This design comes from an exercise in tuning for small area and a short achievable clock period on the open sky130 flow, not from production work.
Function was checked by simulation only, so behaviour that the tests miss may differ from the original.
No activity file was given, so power comes from the tool's default toggle rates.

`config.mk`:
```
export PLATFORM = sky130hd
export DESIGN_NAME = fox_xu
export DESIGN_NICKNAME = fox_xu
export VERILOG_FILES = /design/flow/design.v
export SDC_FILE = /design/flow/constraint.sdc
export NUM_CORES = 4
export LEC_CHECK = 0
export CAP_MARGIN = 20
export CELL_PAD_IN_SITES_DETAIL_PLACEMENT = 1
export CELL_PAD_IN_SITES_GLOBAL_PLACEMENT = 2
export CORE_MARGIN = 2
export CORE_UTILIZATION = 30
export PLACE_DENSITY = 0.5
export SLEW_MARGIN = 20
```
`constraint.sdc`:
```
create_clock -name core_clock -period 21.0 [get_ports {clk}]
set_input_delay 4.2000 -clock core_clock [delete_from_list [all_inputs] [get_ports {clk}]]
set_output_delay 4.2000 -clock core_clock [all_outputs]
set_load 0.01 [all_outputs]
```
`design.v`:
```
module fox_cond (
    input  wire [3:0] cond,
    input  wire [4:0] flg,       
    output reg        holds
);
    wire tf = flg[4];
    wire n  = flg[3];
    wire z  = flg[2];
    wire c  = flg[1];
    wire v  = flg[0];
    always @(*) begin
        case (cond)
            4'd0:  holds = 1'b1;             
            4'd1:  holds = z;                
            4'd2:  holds = !z;               
            4'd3:  holds = c;                
            4'd4:  holds = !c;               
            4'd5:  holds = n;                
            4'd6:  holds = !n;               
            4'd7:  holds = v;                
            4'd8:  holds = !v;               
            4'd9:  holds = c && !z;          
            4'd10: holds = !c || z;          
            4'd11: holds = (n == v);         
            4'd12: holds = (n != v);         
            4'd13: holds = !z && (n == v);   
            4'd14: holds = z || (n != v);    
            default: holds = tf;             
        endcase
    end
endmodule
module fox_dec #(
    parameter LONG   = 1,
    parameter SLOT_B = 0
) (
    input  wire [46:0] word,
    output reg  [3:0]  cond,
    output reg  [5:0]  opc,
    output reg  [3:0]  rd,
    output reg  [3:0]  ra,
    output reg  [3:0]  rb,
    output reg  [23:0] imm,
    output reg         b_imm,      
    output reg         ill,        
    output reg         dst_w,      
    output reg         dst_flg,
    output reg         dst_tf,
    output reg         dst_mul
);
    reg [6:0] lop;
    function automatic writes_wd(input [5:0] o);
        writes_wd = (o >= 6'h01 && o <= 6'h0C) || o == 6'h0F ||
                    (o >= 6'h11 && o <= 6'h1C) || o == 6'h1F ||
                    (o >= 6'h20 && o <= 6'h2D) || o == 6'h36 || o == 6'h3C;
    endfunction
    function automatic writes_flg(input [5:0] o);
        writes_flg = (o >= 6'h01 && o <= 6'h0E) || (o >= 6'h11 && o <= 6'h1E) ||
                     (o >= 6'h20 && o <= 6'h2B) || o == 6'h2E || o == 6'h36;
    endfunction
    always @(*) begin
        cond  = 4'd0;
        opc   = 6'h00;
        rd    = 4'd0;
        ra    = 4'd0;
        rb    = 4'd0;
        imm   = 24'd0;
        b_imm = 1'b0;
        ill   = 1'b0;
        lop   = 7'h00;
        if (LONG) begin
            cond = word[46:43];
            lop  = word[42:36];
            opc  = lop[5:0];
            if (lop == 7'h00) begin
                ill = (word[35:0] != 36'd0);
            end else if ((lop >= 7'h01 && lop <= 7'h0F) || (lop >= 7'h20 && lop <= 7'h23) ||
                         (lop >= 7'h28 && lop <= 7'h2B)) begin
                rd  = word[35:32];
                ra  = word[31:28];
                rb  = word[27:24];
                ill = (word[23:0] != 24'd0);
                if ((lop == 7'h0D || lop == 7'h0E) && rd != 4'd0) ill = 1'b1;
                if ((lop == 7'h0F || (lop >= 7'h28 && lop <= 7'h2B)) && rb != 4'd0) ill = 1'b1;
            end else if (lop >= 7'h11 && lop <= 7'h1F) begin
                rd    = word[35:32];
                ra    = word[31:28];
                imm   = word[23:0];
                b_imm = 1'b1;
                ill   = (word[27:24] != 4'd0);
                if ((lop == 7'h1D || lop == 7'h1E) && rd != 4'd0) ill = 1'b1;
                if (lop == 7'h1F && ra != 4'd0) ill = 1'b1;
            end else if ((lop >= 7'h24 && lop <= 7'h27) || (lop >= 7'h2C && lop <= 7'h2E)) begin
                rd    = word[35:32];
                ra    = word[31:28];
                imm   = {19'd0, word[4:0]};
                b_imm = 1'b1;
                ill   = (word[27:24] != 4'd0) || (word[23:5] != 19'd0) || (word[4:0] >= 5'd24);
                if (lop == 7'h2E && rd != 4'd0) ill = 1'b1;
            end else if (lop == 7'h2F) begin
                imm   = {20'd0, word[27:24]};
                b_imm = 1'b1;
                ill   = (word[35:28] != 8'd0) || (word[23:0] != 24'd0);
            end else if (lop >= 7'h30 && lop <= 7'h35) begin
                ra  = word[31:28];
                rb  = word[27:24];
                ill = (word[35:32] != 4'd0) || (word[23:0] != 24'd0);
            end else if (lop == 7'h36) begin
                rd    = word[35:32];
                imm   = {18'd0, word[5:0]};
                b_imm = 1'b1;
                ill   = (word[31:6] != 26'd0) || (word[5:0] >= 6'd48);
            end else if (lop == 7'h3C || lop == 7'h3D) begin
                rd    = word[35:32];
                ra    = word[35:32];
                imm   = {20'd0, word[27:24]};
                b_imm = 1'b1;
                ill   = (word[31:28] != 4'd0) || (word[23:0] != 24'd0) ||
                        !(word[27:24] == 4'd0 || (word[27:24] >= 4'd6 && word[27:24] <= 4'd8));
            end else begin
                ill = 1'b1;
            end
        end else begin
            cond = (word[22:20] == 3'd7) ? 4'd15 : {1'b0, word[22:20]};
            opc  = word[19:14];
            if (opc == 6'h00) begin
                ill = (word[13:0] != 14'd0);
            end else if ((opc >= 6'h01 && opc <= 6'h0F) || (opc >= 6'h20 && opc <= 6'h23) ||
                         (opc >= 6'h28 && opc <= 6'h2B)) begin
                rd  = word[13:10];
                ra  = word[9:6];
                rb  = word[5:2];
                ill = (word[1:0] != 2'd0);
                if ((opc == 6'h0D || opc == 6'h0E) && rd != 4'd0) ill = 1'b1;
                if ((opc == 6'h0F || (opc >= 6'h28 && opc <= 6'h2B)) && rb != 4'd0) ill = 1'b1;
            end else if (opc >= 6'h11 && opc <= 6'h1F) begin
                rd    = word[13:10];
                ra    = word[13:10];
                imm   = {{14{word[9]}}, word[9:0]};
                b_imm = 1'b1;
            end else if ((opc >= 6'h24 && opc <= 6'h27) || (opc >= 6'h2C && opc <= 6'h2E)) begin
                rd    = word[13:10];
                ra    = word[9:6];
                imm   = {19'd0, word[5:1]};
                b_imm = 1'b1;
                ill   = word[0] || (word[5:1] >= 5'd24);
                if (opc == 6'h2E && rd != 4'd0) ill = 1'b1;
            end else if (opc >= 6'h30 && opc <= 6'h35) begin
                ra  = word[9:6];
                rb  = word[5:2];
                ill = (word[13:10] != 4'd0) || (word[1:0] != 2'd0);
            end else if (opc == 6'h3C || opc == 6'h3D) begin
                rd    = word[13:10];
                ra    = word[13:10];
                imm   = {20'd0, word[9:6]};
                b_imm = 1'b1;
                ill   = (word[5:0] != 6'd0) ||
                        !(word[9:6] == 4'd0 || (word[9:6] >= 4'd6 && word[9:6] <= 4'd8));
            end else begin
                ill = 1'b1;
            end
            if (SLOT_B && (opc == 6'h0D || opc == 6'h0E || opc == 6'h1D || opc == 6'h1E))
                ill = 1'b1;
        end
        dst_w   = writes_wd(opc);
        dst_flg = (writes_flg(opc) && !SLOT_B) || (opc == 6'h3D && imm[3:0] == 4'd0);
        dst_tf  = (opc == 6'h2E) || (opc == 6'h2F) || (opc == 6'h3D && imm[3:0] == 4'd0);
        dst_mul = (opc >= 6'h30 && opc <= 6'h35) ||
                  (opc == 6'h3D && imm[3:0] >= 4'd6 && imm[3:0] <= 4'd8);
    end
endmodule
module fox_alu #(
    parameter LONG_OPS = 1           
) (
    input  wire [5:0]  opc,
    input  wire [23:0] a,
    input  wire [23:0] b,
    input  wire [3:0]  cc,           
    input  wire [5:0]  es,           
    input  wire [3:0]  sp,           
    input  wire [4:0]  flg,          
    input  wire [71:0] acc,          
    output reg  [23:0] d,
    output reg  [4:0]  fmask,        
    output reg  [4:0]  fval          
);
    wire cin = flg[1];
    wire [3:0] l   = opc[3:0];
    wire       g01 = !opc[5];                        
    wire       o_add  = g01 && (l == 4'h1 || l == 4'h2);
    wire       o_sub  = g01 && (l == 4'h3 || l == 4'h4 || l == 4'hD);
    wire       o_neg  = (opc == 6'h28);
    wire       o_abs  = (opc == 6'h2A);
    wire       o_mm   = g01 && (l >= 4'h9 && l <= 4'hC);
    wire       o_and  = g01 && (l == 4'h5 || l == 4'hE);
    wire       o_or   = g01 && (l == 4'h6);
    wire       o_xor  = g01 && (l == 4'h7);
    wire       o_andn = g01 && (l == 4'h8);
    wire       o_mov  = (opc == 6'h0F);
    wire       o_movi = (opc == 6'h1F);
    wire       o_sh   = (opc[5:3] == 3'b100);            
    wire       o_not  = (opc == 6'h29);
    wire       o_clz  = (opc == 6'h2B);
    wire       o_bset = (opc == 6'h2C);
    wire       o_bclr = (opc == 6'h2D);
    wire       o_btst = (opc == 6'h2E);
    wire       o_tfc  = LONG_OPS && (opc == 6'h2F);
    wire       o_exa  = LONG_OPS && (opc == 6'h36);
    wire       o_mvr  = (opc == 6'h3C);
    wire        ng    = o_neg || o_abs;              
    wire        inv_b = o_sub || o_mm;               
    wire [23:0] add_x = ng ? 24'd0 : a;
    wire [23:0] add_y = ng ? ~a : (inv_b ? ~b : b);
    wire        add_c = (g01 && (l == 4'h2 || l == 4'h4)) ? cin :
                        (ng || (inv_b && !(g01 && l == 4'h4)));
    wire [24:0] add_r = {1'b0, add_x} + {1'b0, add_y} + {24'd0, add_c};
    wire [23:0] sum   = add_r[23:0];
    wire        add_v = (add_x[23] == add_y[23]) && (sum[23] != add_x[23]);
    wire lt_s = sum[23] ^ add_v;
    wire lt_u = !add_r[24];
    wire lt   = (l[2] || (l[1] && l[0])) ? lt_u : lt_s;   
    wire take_a = l[0] ? lt : !lt;                   
    wire [23:0] mm_d = take_a ? a : b;
    wire        abs_v = a[23] && sum[23];
    wire [23:0] abs_d = a[23] ? (sum ^ {24{sum[23]}}) : a;
    wire [4:0]  n    = b[4:0];
    wire [1:0]  sk   = opc[1:0];                     
    wire        lsl  = (sk == 2'd0) && !o_btst;
    wire [4:0]  ra   = lsl ? ~n : n;
    wire [23:0] r0 = lsl ? {a[16:0], a[23:17]} : a;
    wire [23:0] r1 = ra[0] ? {r0[0],    r0[23:1]}  : r0;
    wire [23:0] r2 = ra[1] ? {r1[1:0],  r1[23:2]}  : r1;
    wire [23:0] r3 = ra[2] ? {r2[3:0],  r2[23:4]}  : r2;
    wire [23:0] r4 = ra[3] ? {r3[7:0],  r3[23:8]}  : r3;
    wire [23:0] rot = ra[4] ? {r4[15:0], r4[23:16]} : r4;
    wire [23:0] th;
    genvar gi;
    generate
        for (gi = 0; gi < 24; gi = gi + 1) begin : g_th
            assign th[gi] = (n > gi);
        end
    endgenerate
    wire [23:0] th_r;
    generate
        for (gi = 0; gi < 24; gi = gi + 1) begin : g_thr
            assign th_r[gi] = th[23 - gi];
        end
    endgenerate
    wire [23:0] keep = (sk == 2'd3) ? 24'hFFFFFF : (lsl ? ~th : ~th_r);
    wire        fill = (sk == 2'd2) && a[23];
    wire [23:0] sh_d = (rot & keep) | ({24{fill}} & ~keep);
    wire        n0   = (n == 5'd0);
    wire        nbig = (n >= 5'd25);
    wire        sh_cw = (sk == 2'd3) ? !(n0 || n == 5'd24) : !n0;
    wire        sh_c  = (sk == 2'd3) ? rot[23] :
                        nbig ? (sk == 2'd2 && a[23]) :
                        lsl ? rot[0] : rot[23];
    wire        abit = rot[0];
    reg [4:0] clz;
    integer i;
    always @(*) begin
        clz = 5'd24;
        for (i = 0; i < 24; i = i + 1)
            if (a[i]) clz = 5'd23 - i[4:0];
    end
    wire [23:0] oh;
    generate
        for (gi = 0; gi < 24; gi = gi + 1) begin : g_oh
            assign oh[gi] = (n == gi);
        end
    endgenerate
    wire tfc_holds;
    fox_cond u_tfc (.cond(cc), .flg(flg), .holds(tfc_holds));
    wire [94:0] exa_x = {{23{acc[71]}}, acc};
    wire [23:0] exa_t = exa_x[es +: 24];
    wire [70:23] dif = acc[70:23] ^ {48{acc[71]}};
    wire [63:0] sfx;
    generate
        for (gi = 0; gi < 64; gi = gi + 1) begin : g_sfx
            if (gi < 48) begin : g_in
                assign sfx[gi] = |dif[70:23+gi];
            end else begin : g_out
                assign sfx[gi] = 1'b0;
            end
        end
    endgenerate
    wire        exa_ok = !sfx[es];
    wire [23:0] exa_d  = exa_ok ? exa_t : {acc[71], {23{!acc[71]}}};
    reg [23:0] sp_d;
    always @(*) begin
        case (sp)
            4'd0:    sp_d = {19'd0, flg};
            4'd6:    sp_d = acc[23:0];
            4'd7:    sp_d = acc[47:24];
            default: sp_d = acc[71:48];
        endcase
    end
    always @(*) begin
        d = ({24{o_add || o_sub || o_neg}} & sum)
          | ({24{o_abs}}  & abs_d)
          | ({24{o_mm}}   & mm_d)
          | ({24{o_and}}  & (a & b))
          | ({24{o_or}}   & (a | b))
          | ({24{o_xor}}  & (a ^ b))
          | ({24{o_andn}} & (a & ~b))
          | ({24{o_not}}  & ~a)
          | ({24{o_mov}}  & a)
          | ({24{o_movi}} & b)
          | ({24{o_sh}}   & sh_d)
          | ({24{o_clz}}  & {19'd0, clz})
          | ({24{o_bset}} & (a | oh))
          | ({24{o_bclr}} & (a & ~oh))
          | ({24{o_exa}}  & exa_d)
          | ({24{o_mvr}}  & sp_d);
        fmask = 5'b00000;
        if (o_add || o_sub || o_neg)                         fmask = 5'b01111;
        if (o_mm || o_and || o_or || o_xor || o_andn || o_not || o_clz)
                                                             fmask = 5'b01100;
        if (o_abs || o_exa)                                  fmask = 5'b01101;
        if (o_sh)                                            fmask = {3'b011, sh_cw, 1'b0};
        if (o_btst)                                          fmask = 5'b10100;
        if (o_tfc)                                           fmask = 5'b10000;
        fval[4] = o_tfc ? tfc_holds : abit;
        fval[3] = d[23];
        fval[2] = o_btst ? !abit : (d == 24'd0);
        fval[1] = o_sh ? sh_c : add_r[24];
        fval[0] = o_abs ? abs_v : o_exa ? !exa_ok : add_v;
    end
endmodule
module fox_xu (
    input  wire        clk,
    input  wire        rst,           
    input  wire        in_valid,
    input  wire [47:0] in_word,
    output reg         wa_en,
    output reg  [3:0]  wa_idx,
    output reg  [23:0] wa_data,
    output reg         wb_en,
    output reg  [3:0]  wb_idx,
    output reg  [23:0] wb_data,
    output reg         trap,
    output reg  [1:0]  trap_cause,    
    output reg  [4:0]  flg,           
    output reg  [71:0] acc            
);
    reg [23:0] w [0:15];
    reg        m1_v, m2_v;
    reg [23:0] m1_a, m1_b;
    reg        m1_sg;
    reg [1:0]  m1_k, m2_k;           
    reg [49:0] m2_p;
    reg [1:0]  u_sel;                
    reg [23:0] u_old;
    wire is_long = !in_word[47];
    wire l_ill, a_ill, b_ill;
    wire l_dw, l_df, l_dt, l_dm;
    wire a_dw, a_df, a_dt, a_dm;
    wire b_dw, b_df, b_dt, b_dm;
    fox_dec #(.LONG(1), .SLOT_B(0)) u_dec_l (
        .word(in_word[46:0]), .cond(), .opc(), .rd(), .ra(), .rb(),
        .imm(), .b_imm(), .ill(l_ill),
        .dst_w(l_dw), .dst_flg(l_df), .dst_tf(l_dt), .dst_mul(l_dm));
    fox_dec #(.LONG(0), .SLOT_B(0)) u_dec_a (
        .word({24'd0, in_word[46:24]}), .cond(), .opc(), .rd(), .ra(), .rb(),
        .imm(), .b_imm(), .ill(a_ill),
        .dst_w(a_dw), .dst_flg(a_df), .dst_tf(a_dt), .dst_mul(a_dm));
    fox_dec #(.LONG(0), .SLOT_B(1)) u_dec_b (
        .word({24'd0, in_word[23:1]}), .cond(), .opc(), .rd(), .ra(), .rb(),
        .imm(), .b_imm(), .ill(b_ill),
        .dst_w(b_dw), .dst_flg(b_df), .dst_tf(b_dt), .dst_mul(b_dm));
    wire [5:0] l_opc = in_word[41:36];
    wire [5:0] a_opc = in_word[43:38];
    wire [5:0] b_opc = in_word[20:15];
    wire l_movs = (l_opc[5:1] == 5'b11110);
    wire a_si   = (a_opc[5:4] == 2'b01);
    wire b_si   = (b_opc[5:4] == 2'b01);
    wire a_g1   = a_si || (a_opc[5:1] == 5'b11110);
    wire b_g1   = b_si || (b_opc[5:1] == 5'b11110);
    wire [3:0]  x_cond = is_long ? in_word[46:43] :
                         (in_word[46:44] == 3'd7) ? 4'd15 : {1'b0, in_word[46:44]};
    wire [5:0]  x_opc  = is_long ? l_opc : a_opc;
    wire [3:0]  x_rd   = is_long ? in_word[35:32] : in_word[37:34];
    wire [3:0]  x_ra   = is_long ? (l_movs ? in_word[35:32] : in_word[31:28])
                                 : (a_g1 ? in_word[37:34] : in_word[33:30]);
    wire [3:0]  x_rb   = is_long ? in_word[27:24] : in_word[29:26];
    wire [23:0] x_imm  = is_long ? in_word[23:0] :
                         a_si ? {{14{in_word[33]}}, in_word[33:24]} : {19'd0, in_word[29:25]};
    wire [3:0]  x_sp   = is_long ? in_word[27:24] : in_word[33:30];
    wire        x_bi   = (x_opc[5:4] == 2'b01) || (x_opc[5:4] == 2'b10 && x_opc[2]);
    wire        x_dw   = is_long ? l_dw : a_dw;
    wire [3:0]  y_cond = (in_word[23:21] == 3'd7) ? 4'd15 : {1'b0, in_word[23:21]};
    wire [3:0]  y_rd   = in_word[14:11];
    wire [3:0]  y_ra   = b_g1 ? in_word[14:11] : in_word[10:7];
    wire [3:0]  y_rb   = in_word[6:3];
    wire [23:0] y_imm  = b_si ? {{14{in_word[10]}}, in_word[10:1]} : {19'd0, in_word[6:2]};
    wire [3:0]  y_sp   = in_word[10:7];
    wire        y_bi   = (b_opc[5:4] == 2'b01) || (b_opc[5:4] == 2'b10 && b_opc[2]);
    wire ill      = is_long ? l_ill : (a_ill || b_ill || in_word[0]);
    wire conflict = !is_long && !ill &&
                    ((a_dw && b_dw && in_word[37:34] == in_word[14:11]) || (a_df && b_df) ||
                     (a_dt && b_dt) || (a_dm && b_dm));
    wire word_ok  = in_valid && !ill && !conflict;
    wire x_holds, y_holds;
    fox_cond u_cond_x (.cond(x_cond), .flg(flg), .holds(x_holds));
    fox_cond u_cond_y (.cond(y_cond), .flg(flg), .holds(y_holds));
    wire x_ex = word_ok && x_holds;
    wire y_ex = word_ok && !is_long && y_holds;
    wire [23:0] x_a  = w[x_ra];
    wire [23:0] x_rv = w[x_rb];
    wire [23:0] x_b  = x_bi ? x_imm : x_rv;
    wire [23:0] y_a  = w[y_ra];
    wire [23:0] y_rv = w[y_rb];
    wire [23:0] y_b  = y_bi ? y_imm : y_rv;
    wire [23:0] x_d, y_d;
    wire [4:0]  x_fm, x_fv, y_fm, y_fv;
    fox_alu #(.LONG_OPS(1)) u_alu_x (
        .opc(x_opc), .a(x_a), .b(x_b), .cc(in_word[27:24]), .es(in_word[5:0]), .sp(x_sp),
        .flg(flg), .acc(acc), .d(x_d), .fmask(x_fm), .fval(x_fv));
    fox_alu #(.LONG_OPS(0)) u_alu_y (
        .opc(b_opc), .a(y_a), .b(y_b), .cc(4'd0), .es(6'd0), .sp(y_sp),
        .flg(flg), .acc(acc), .d(y_d), .fmask(y_fm), .fval(y_fv));
    wire [4:0] y_fm_b = y_fm & 5'b10000;
    wire x_mw = x_ex && (x_opc == 6'h3D);
    wire y_mw = y_ex && (b_opc == 6'h3D);
    wire        x_mf    = x_mw && x_sp == 4'd0;
    wire        x_ma    = x_mw && x_sp != 4'd0;
    wire        flg_w   = x_mf || (y_mw && y_sp == 4'd0);
    wire [4:0]  flg_val = x_mf ? x_a[4:0] : y_a[4:0];
    wire        acc_w   = x_ma || (y_mw && y_sp != 4'd0);
    wire [3:0]  acc_sp  = x_ma ? x_sp : y_sp;
    wire [23:0] acc_val = x_ma ? x_a : y_a;
    wire x_mul = (x_opc[5:3] == 3'b110) && (x_opc[2:1] != 2'b11);
    wire y_mul = (b_opc[5:3] == 3'b110) && (b_opc[2:1] != 2'b11);
    wire        m_issue = (x_ex && x_mul) || (y_ex && y_mul);
    wire [5:0]  m_opc   = x_mul ? x_opc : b_opc;
    wire [23:0] m_a     = x_mul ? x_a : y_a;
    wire [23:0] m_b     = x_mul ? x_rv : y_rv;
    wire        m_signed = (m_opc != 6'h31) && (m_opc != 6'h33);
    wire [1:0]  m_kind   = (m_opc[2:1] == 2'd0) ? 2'd0 : (m_opc[2:1] == 2'd1) ? 2'd1 :
                           m_opc[0] ? 2'd3 : 2'd2;
    wire signed [24:0] m_xa = {m1_sg & m1_a[23], m1_a};
    wire signed [24:0] m_xb = {m1_sg & m1_b[23], m1_b};
    wire signed [49:0] m_p  = m_xa * m_xb;
    wire [71:0] m_base = {(u_sel == 2'd3) ? u_old : acc[71:48],
                          (u_sel == 2'd2) ? u_old : acc[47:24],
                          (u_sel == 2'd1) ? u_old : acc[23:0]};
    wire        m_sub = (m2_k == 2'd2);
    wire [71:0] m_p72 = {{22{m2_p[49]}}, m2_p};
    wire [71:0] m_acc = m_base + (m_p72 ^ {72{m_sub}}) + {71'd0, m_sub};
    reg [71:0] m_res;
    always @(*) begin
        case (m2_k)
            2'd0:    m_res = {m_base[71:48], m2_p[47:0]};    
            2'd3:    m_res = m_p72;                         
            default: m_res = m_acc;                         
        endcase
    end
    wire [1:0] mv_sel = !acc_w ? 2'd0 : (acc_sp == 4'd6) ? 2'd1 : (acc_sp == 4'd7) ? 2'd2 : 2'd3;
    integer k;
    always @(posedge clk) begin
        if (rst) begin
            for (k = 0; k < 16; k = k + 1)
                w[k] <= 24'd0;
            flg        <= 5'd0;
            acc        <= 72'd0;
            m1_v       <= 1'b0;
            m1_a       <= 24'd0;
            m1_b       <= 24'd0;
            m1_sg      <= 1'b0;
            m1_k       <= 2'd0;
            m2_v       <= 1'b0;
            m2_k       <= 2'd0;
            m2_p       <= 50'd0;
            u_sel      <= 2'd0;
            u_old      <= 24'd0;
            wa_en      <= 1'b0;
            wa_idx     <= 4'd0;
            wa_data    <= 24'd0;
            wb_en      <= 1'b0;
            wb_idx     <= 4'd0;
            wb_data    <= 24'd0;
            trap       <= 1'b0;
            trap_cause <= 2'd0;
        end else begin
            if (x_ex && x_dw)
                w[x_rd] <= x_d;
            if (y_ex && b_dw)
                w[y_rd] <= y_d;
            if (flg_w)
                flg <= flg_val;
            else
                flg <= (flg & ~((x_ex ? x_fm : 5'd0) | (y_ex ? y_fm_b : 5'd0)))
                     | ((x_ex ? x_fm & x_fv : 5'd0) | (y_ex ? y_fm_b & y_fv : 5'd0));
            m1_v  <= m_issue;
            m1_a  <= m_a;
            m1_b  <= m_b;
            m1_sg <= m_signed;
            m1_k  <= m_kind;
            m2_v  <= m1_v;
            m2_k  <= m1_k;
            m2_p  <= m_p;
            u_sel <= m2_v ? 2'd0 : mv_sel;
            u_old <= (mv_sel == 2'd3) ? acc[71:48] : (mv_sel == 2'd2) ? acc[47:24] : acc[23:0];
            if (m2_v)
                acc <= m_res;
            else if (acc_w && acc_sp == 4'd6)
                acc[23:0] <= acc_val;
            else if (acc_w && acc_sp == 4'd7)
                acc[47:24] <= acc_val;
            else if (acc_w && acc_sp == 4'd8)
                acc[71:48] <= acc_val;
            wa_en      <= x_ex && x_dw;
            wa_idx     <= x_rd;
            wa_data    <= x_d;
            wb_en      <= y_ex && b_dw;
            wb_idx     <= y_rd;
            wb_data    <= y_d;
            trap       <= in_valid && (ill || conflict);
            trap_cause <= ill ? 2'd1 : 2'd2;
        end
    end
endmodule
```
`run.sh`:
```
#!/bin/bash
# synth_recipe.tcl (not shown) runs the flow's synth.tcl, then flattens the netlist and writes it again
# the make line also repeats each setting of config.mk as NAME=value (left out here)
make -C /OpenROAD-flow-scripts/flow DESIGN_CONFIG=/design/flow/config.mk WORK_HOME=/design/flow/orfs CLKGATE_MAP_FILE= SYNTH_SCRIPT=/design/flow/synth_recipe.tcl finish
```
==> notes.md <==
- The clock net in this run drives a total of 653 sinks.
- The sort of element at the end of the critical path is a flop.
- Among all flip-flop cells after synthesis, the most frequent one is sky130_fd_sc_hd__edfxtp_1.
- Input and output buffers added on the ports amount to roughly 190.
- The analysis attributes to cell leakage a power of 41.6 nW.
- The initial antenna violation count is 77.
- The critical path starts at in_word[43].
- The switching power as a share of total power is 0.520.
- The final setup violation count is 0.
- Final hold analysis gives a worst-case slack of between 400 and 500 ps.
- For the worst-skew pair, the clock arrives at the later sink with an insertion delay of ~900 ps.
- Of the synthesized area, sequential elements account for 0.180.
- After synthesis, the cell types taking the most area are sky130_fd_sc_hd__fa_1 14%, sky130_fd_sc_hd__edfxtp_1 12%, sky130_fd_sc_hd__mux4_2 10%.
- The post-synthesis cell type count is about 110.
- In this run the number of H-tree levels came out at 3.
- Of the available clock period, the critical path in the final layout requires 0.702.
- The synthesized area divided by synthesized cell count is 8.59 um2.
- The largest fanout on the critical path is approximately 150.
- The growth of design area from synthesis to finish is 12.7%.
- The via count of the first global-routing pass is ~96000.
- Cell internal power was estimated by the tool at between 3 and 4 mW.
- The endpoint identified for the worst register-to-register timing path is m2_p[49].
- The worst setup path is launched from an input pin.
- The measured slew at the worst slew-check pin is roughly 1300 ps.
- The die area is approximately 0.32 mm2.
- Summing all non-filler instances in the final layout gives an area of ~0.11 mm2.
- The largest single stage delay on the critical path is ~830 ps.
- Of all cell types, the one taking the most synthesized area is sky130_fd_sc_hd__fa_1.
- The number of gates given a new drive strength after cts is 0.
- The post-CTS setup buffer count is 0.
- In this run the cell area measured after placement is just over 0.1 mm2.
- The first routing iteration left between 10000 and 15000 violations.
- The core outline area is approximately 0.31 mm2.
- The clock network fraction of total power is 0.201.
- The total routed wirelength is 603 mm.
- The TritonCTS clock tree is done.
- The initial utilization of the core area, before any placement, comes to 0.301.
- The average wire per cell in the routed design is roughly 40 um.
- The topmost layer with routed signal wires is met5.
- The first-pass GRT wire length is about 800 mm.
- The post-synthesis instance area is roughly 0.094 mm2.
- The power per unit of standard cell area is between 70 and 80 mW/mm2.
- In this run the tightest slew margin relative to its limit is 0.130.
- The switching power is around 4.3 mW.
- Measured in cells, the most critical reg-to-reg path has a length of 25.
- The number of top-level pins is 189.
- Across every metal layer, demand over resource in global routing totals 0.370.
- The count of endpoints failing hold in the final timing report came to 0.
- In the final routing, the length of wire on met1 measures between 200 and 250 mm.
- The number of nets in the synthesized netlist is about 12000.
- The total of hold buffers inserted after clock tree synthesis is 0.
- The worst hold path cell count is 1.
- Measured along the y axis, the die boundary spans 564 um.
- The async set-reset flop share out of synthesis is 0.
- Summing over every cut layer, the via total after detailed routing is 95641.
- The worst hold endpoint is m2_v.
- The worst hold path startpoint is m1_v.
- The maximum ir drop on the vdd rail is ~0.081 mV.
- The total power of the final layout is just over 8 mW.
- The area share of the largest cell type after synthesis is 0.141.
- The minimum clock period after layout is about 15000 ps.
- The most common cell in the synthesized netlist is sky130_fd_sc_hd__nand2_1.
- The buffer type at the clock tree root is sky130_fd_sc_hd__clkbuf_16.
- The total global routing overflow is 0.
- The number of placement rows is 205.
- The pin count of the biggest net entering global routing is roughly 150.
- The portion of total power attributed to sequential cells is 0.192.
- The residual DRC count is 0.
- Clock-pin slew was measured on the worst setup and hold paths at about 60 ps.
- For this run, the number of Yosys warnings is 7.
- The final worst clock skew is 76.7 ps.
- In the final layout, the share of cells above drive strength 1 is 0.138.
- Setup repair after global routing left no endpoint under its margin.
- For the worst setup path, the data arrival time is ~16000 ps.
- The worst hold path belongs to the class flop to flop.
- Detailed placement finished with a half-perimeter wire length of between 400 and 500 mm.
- The type of the setup path with the least slack is input pin to flop.
- The pre-antenna-repair detailed-routing pass consisted of 6 iterations.
- The total of flip-flops plus latches after synthesis is 653.
- Max-cap violations in this run came to 0.
- On the critical path, the stage with the largest delay is an instance of sky130_fd_sc_hd__o21ai_0.
- The final weighted congestion of routability-driven global placement is around 0.98.
- The met3 wire length is roughly 49 mm.
- The share of total power dissipated in combinational logic is 0.606.
- The longest clock path from root to sink contains 4 buffers.
- The number of pins exceeding their max-slew limit in the final report was 0.
- The maximum operating frequency is 0.0679 GHz.
- The routed length on met2 is ~270 mm.
- In this run the critical register-to-register path is launched from m1_a[14].
- The data required time at the worst endpoint is roughly 22000 ps.
- Measured along the x axis, the die boundary spans around 560 um.
- The gate count after technology mapping is approximately 11000.
- After the last flow step, the layout net total stands at ~12000.
- By count the netlist is led by 1492 x sky130_fd_sc_hd__nand2_1, 921 x sky130_fd_sc_hd__nor2_1, 726 x sky130_fd_sc_hd__clkbuf_1, 723 x sky130_fd_sc_hd__inv_1, 663 x sky130_fd_sc_hd__fa_1.
- After detailed routing, the number of vias per cell comes to 6.34.
- The flop-to-flop setup slack is roughly 12000 ps.
- The count of flip-flops with a built-in enable after synthesis is roughly 380.
- The count of antenna-violating nets left after detailed routing is 0.
- In this design, the critical path's most frequently occurring cell is sky130_fd_sc_hd__buf_4.
- The number of buffers created by CTS is 94.
- The accumulated negative setup slack is 0 ps.
- The run finished with no timing, DRC or antenna violations.
-- sequential cells by signal, indices dropped and copies added, names as in the netlist, 2 cells and up --
register    cells
acc            72
flg             5
m1_a           24
m1_b           24
m1_k            2
m2_k            2
m2_p           50
trap_cause      2
u_old          24
u_sel           2
w             384
wa_data        24
wa_idx          4
wb_data        24
wb_idx          4
-- metal layers --
layer	track usage	vias to the layer above
met5	0	-
met4	0.214	22
met3	0.0665	1169
met2	0.577	5093
met1	0.482	50299
li1	-	39058
-- worst max path at each step --
stage	to	slack (ps)	cells past startpoint
floorplan	w[14][12]	8000	32
global placement	flg[2]	5690	30
detailed placement	flg[2]	5560	31
CTS	flg[2]	6440	31
global route	flg[2]	6030	31
finish	flg[2]	6260	31
-- logic make-up after synthesis --
logic type / after synthesis / share of synthesized area
adder cells (fa/ha/maj): 1069 / 0.195
AND/OR/NAND/NOR: 3553 / 0.170
multiplexers: 1047 / 0.171
buffers and inverters: 1656 / 0.0678
XOR/XNOR: 320 / 0.0303
flip-flops: 653 / 0.180
AO/OA/AOI/OAI: 2636 / 0.186
-- per-stage QoR --
stage | std cells | setup slack (ps) | utilization
after floorplan | 10934 | 8000 | -
after global placement | 14878 | 5690 | 0.329
after detailed placement | 14882 | 5560 | 0.330
after CTS | 15047 | 6440 | 0.339
after global routing | 15065 | 6030 | 0.340
final | 15083 | 6260 | 0.340
-- power by group through the flow --
stage / registers [mW] / clock network (mW) / logic (mW)
global placement: 1.62 / 0 / 4.88
floorplan: 1.53 / 0 / 2.81
CTS: 1.59 / 1.68 / 4.94
global route: 1.59 / 1.72 / 5.27
detailed placement: 1.62 / 0 / 4.91
finish: 1.59 / 1.66 / 5.00
-- final cells by class --
class	count	area (um2)
Timing Repair Buffer	727	6000
Tap cell	4140	5180
Sequential cell	653	16900
Inverter	739	2780
Clock inverter	38	423
Clock buffer	127	2590
Multi-Input combinational cell	8625	71900
Fill cell	35992	206000
Antenna cell	34	85.1
-- cell usage in the layout (no fill, tap or decap), types with 81 or more instances in the layout --
master | netlist | layout
sky130_fd_sc_hd__ha_1 | 404 | 402
sky130_fd_sc_hd__mux4_2 | 429 | 429
sky130_fd_sc_hd__inv_1 | 723 | 720
sky130_fd_sc_hd__o22ai_1 | 168 | 168
sky130_fd_sc_hd__a31oi_1 | 104 | 100
sky130_fd_sc_hd__nand3_1 | 155 | 153
sky130_fd_sc_hd__a21o_1 | 108 | 107
sky130_fd_sc_hd__buf_4 | 10 | 533
sky130_fd_sc_hd__xor2_1 | 133 | 130
sky130_fd_sc_hd__clkdlybuf4s50_1 | 0 | 176
sky130_fd_sc_hd__edfxtp_1 | 384 | 384
sky130_fd_sc_hd__and2_1 | 278 | 270
sky130_fd_sc_hd__a22o_1 | 199 | 198
sky130_fd_sc_hd__a211oi_1 | 116 | 111
sky130_fd_sc_hd__o211ai_1 | 83 | 83
sky130_fd_sc_hd__nor2b_1 | 86 | 83
sky130_fd_sc_hd__a21oi_1 | 627 | 620
sky130_fd_sc_hd__a221oi_1 | 83 | 81
sky130_fd_sc_hd__fa_1 | 663 | 663
sky130_fd_sc_hd__and3_1 | 86 | 86
sky130_fd_sc_hd__nor3_1 | 170 | 155
sky130_fd_sc_hd__mux2_2 | 140 | 138
sky130_fd_sc_hd__clkbuf_16 | 0 | 94
sky130_fd_sc_hd__mux2i_1 | 475 | 433
sky130_fd_sc_hd__nor2_1 | 921 | 903
sky130_fd_sc_hd__dfxtp_1 | 269 | 257
sky130_fd_sc_hd__xnor2_1 | 184 | 177
sky130_fd_sc_hd__nand2_1 | 1492 | 1492
sky130_fd_sc_hd__o21ai_0 | 513 | 505
sky130_fd_sc_hd__a22oi_1 | 95 | 93
-- critical path, delay by kind of cell --
family	cells	cell delay [ps]
AO/OA/AOI/OAI	13	4080
multiplexers	4	1420
AND/OR/NAND/NOR	6	1800
adder cells (fa/ha/maj)	1	310
buffers and inverters	7	3230

afterwards: timing with drivers on the ports:
Ports are ideal in the flow. The routed layout listed here was re-timed in OpenROAD.
Step 1, drivers: a clkbuf_16 drives clk and a buf_2 each remaining input, both assumed.
Step 2 moves the port delays by t, midway between the first and last clock arrival at a register: inputs arrive t later, outputs are due t later. That takes back most of the time a late clock gives input paths.
Three values: no drivers, after step 1, after step 2; two values: the first two.
t (ns): 0.950
setup WS [ns]: 6.262 / 6.273 / 5.323
clock arrival spread, ns: 0.077 / 0.076
slew at the worst register clock pin (ns): 0.07 / 0.07
After both steps this run still meets setup and hold. The setup slack of this run moves by +0.011 ns with the drivers and by -0.939 ns with both steps.
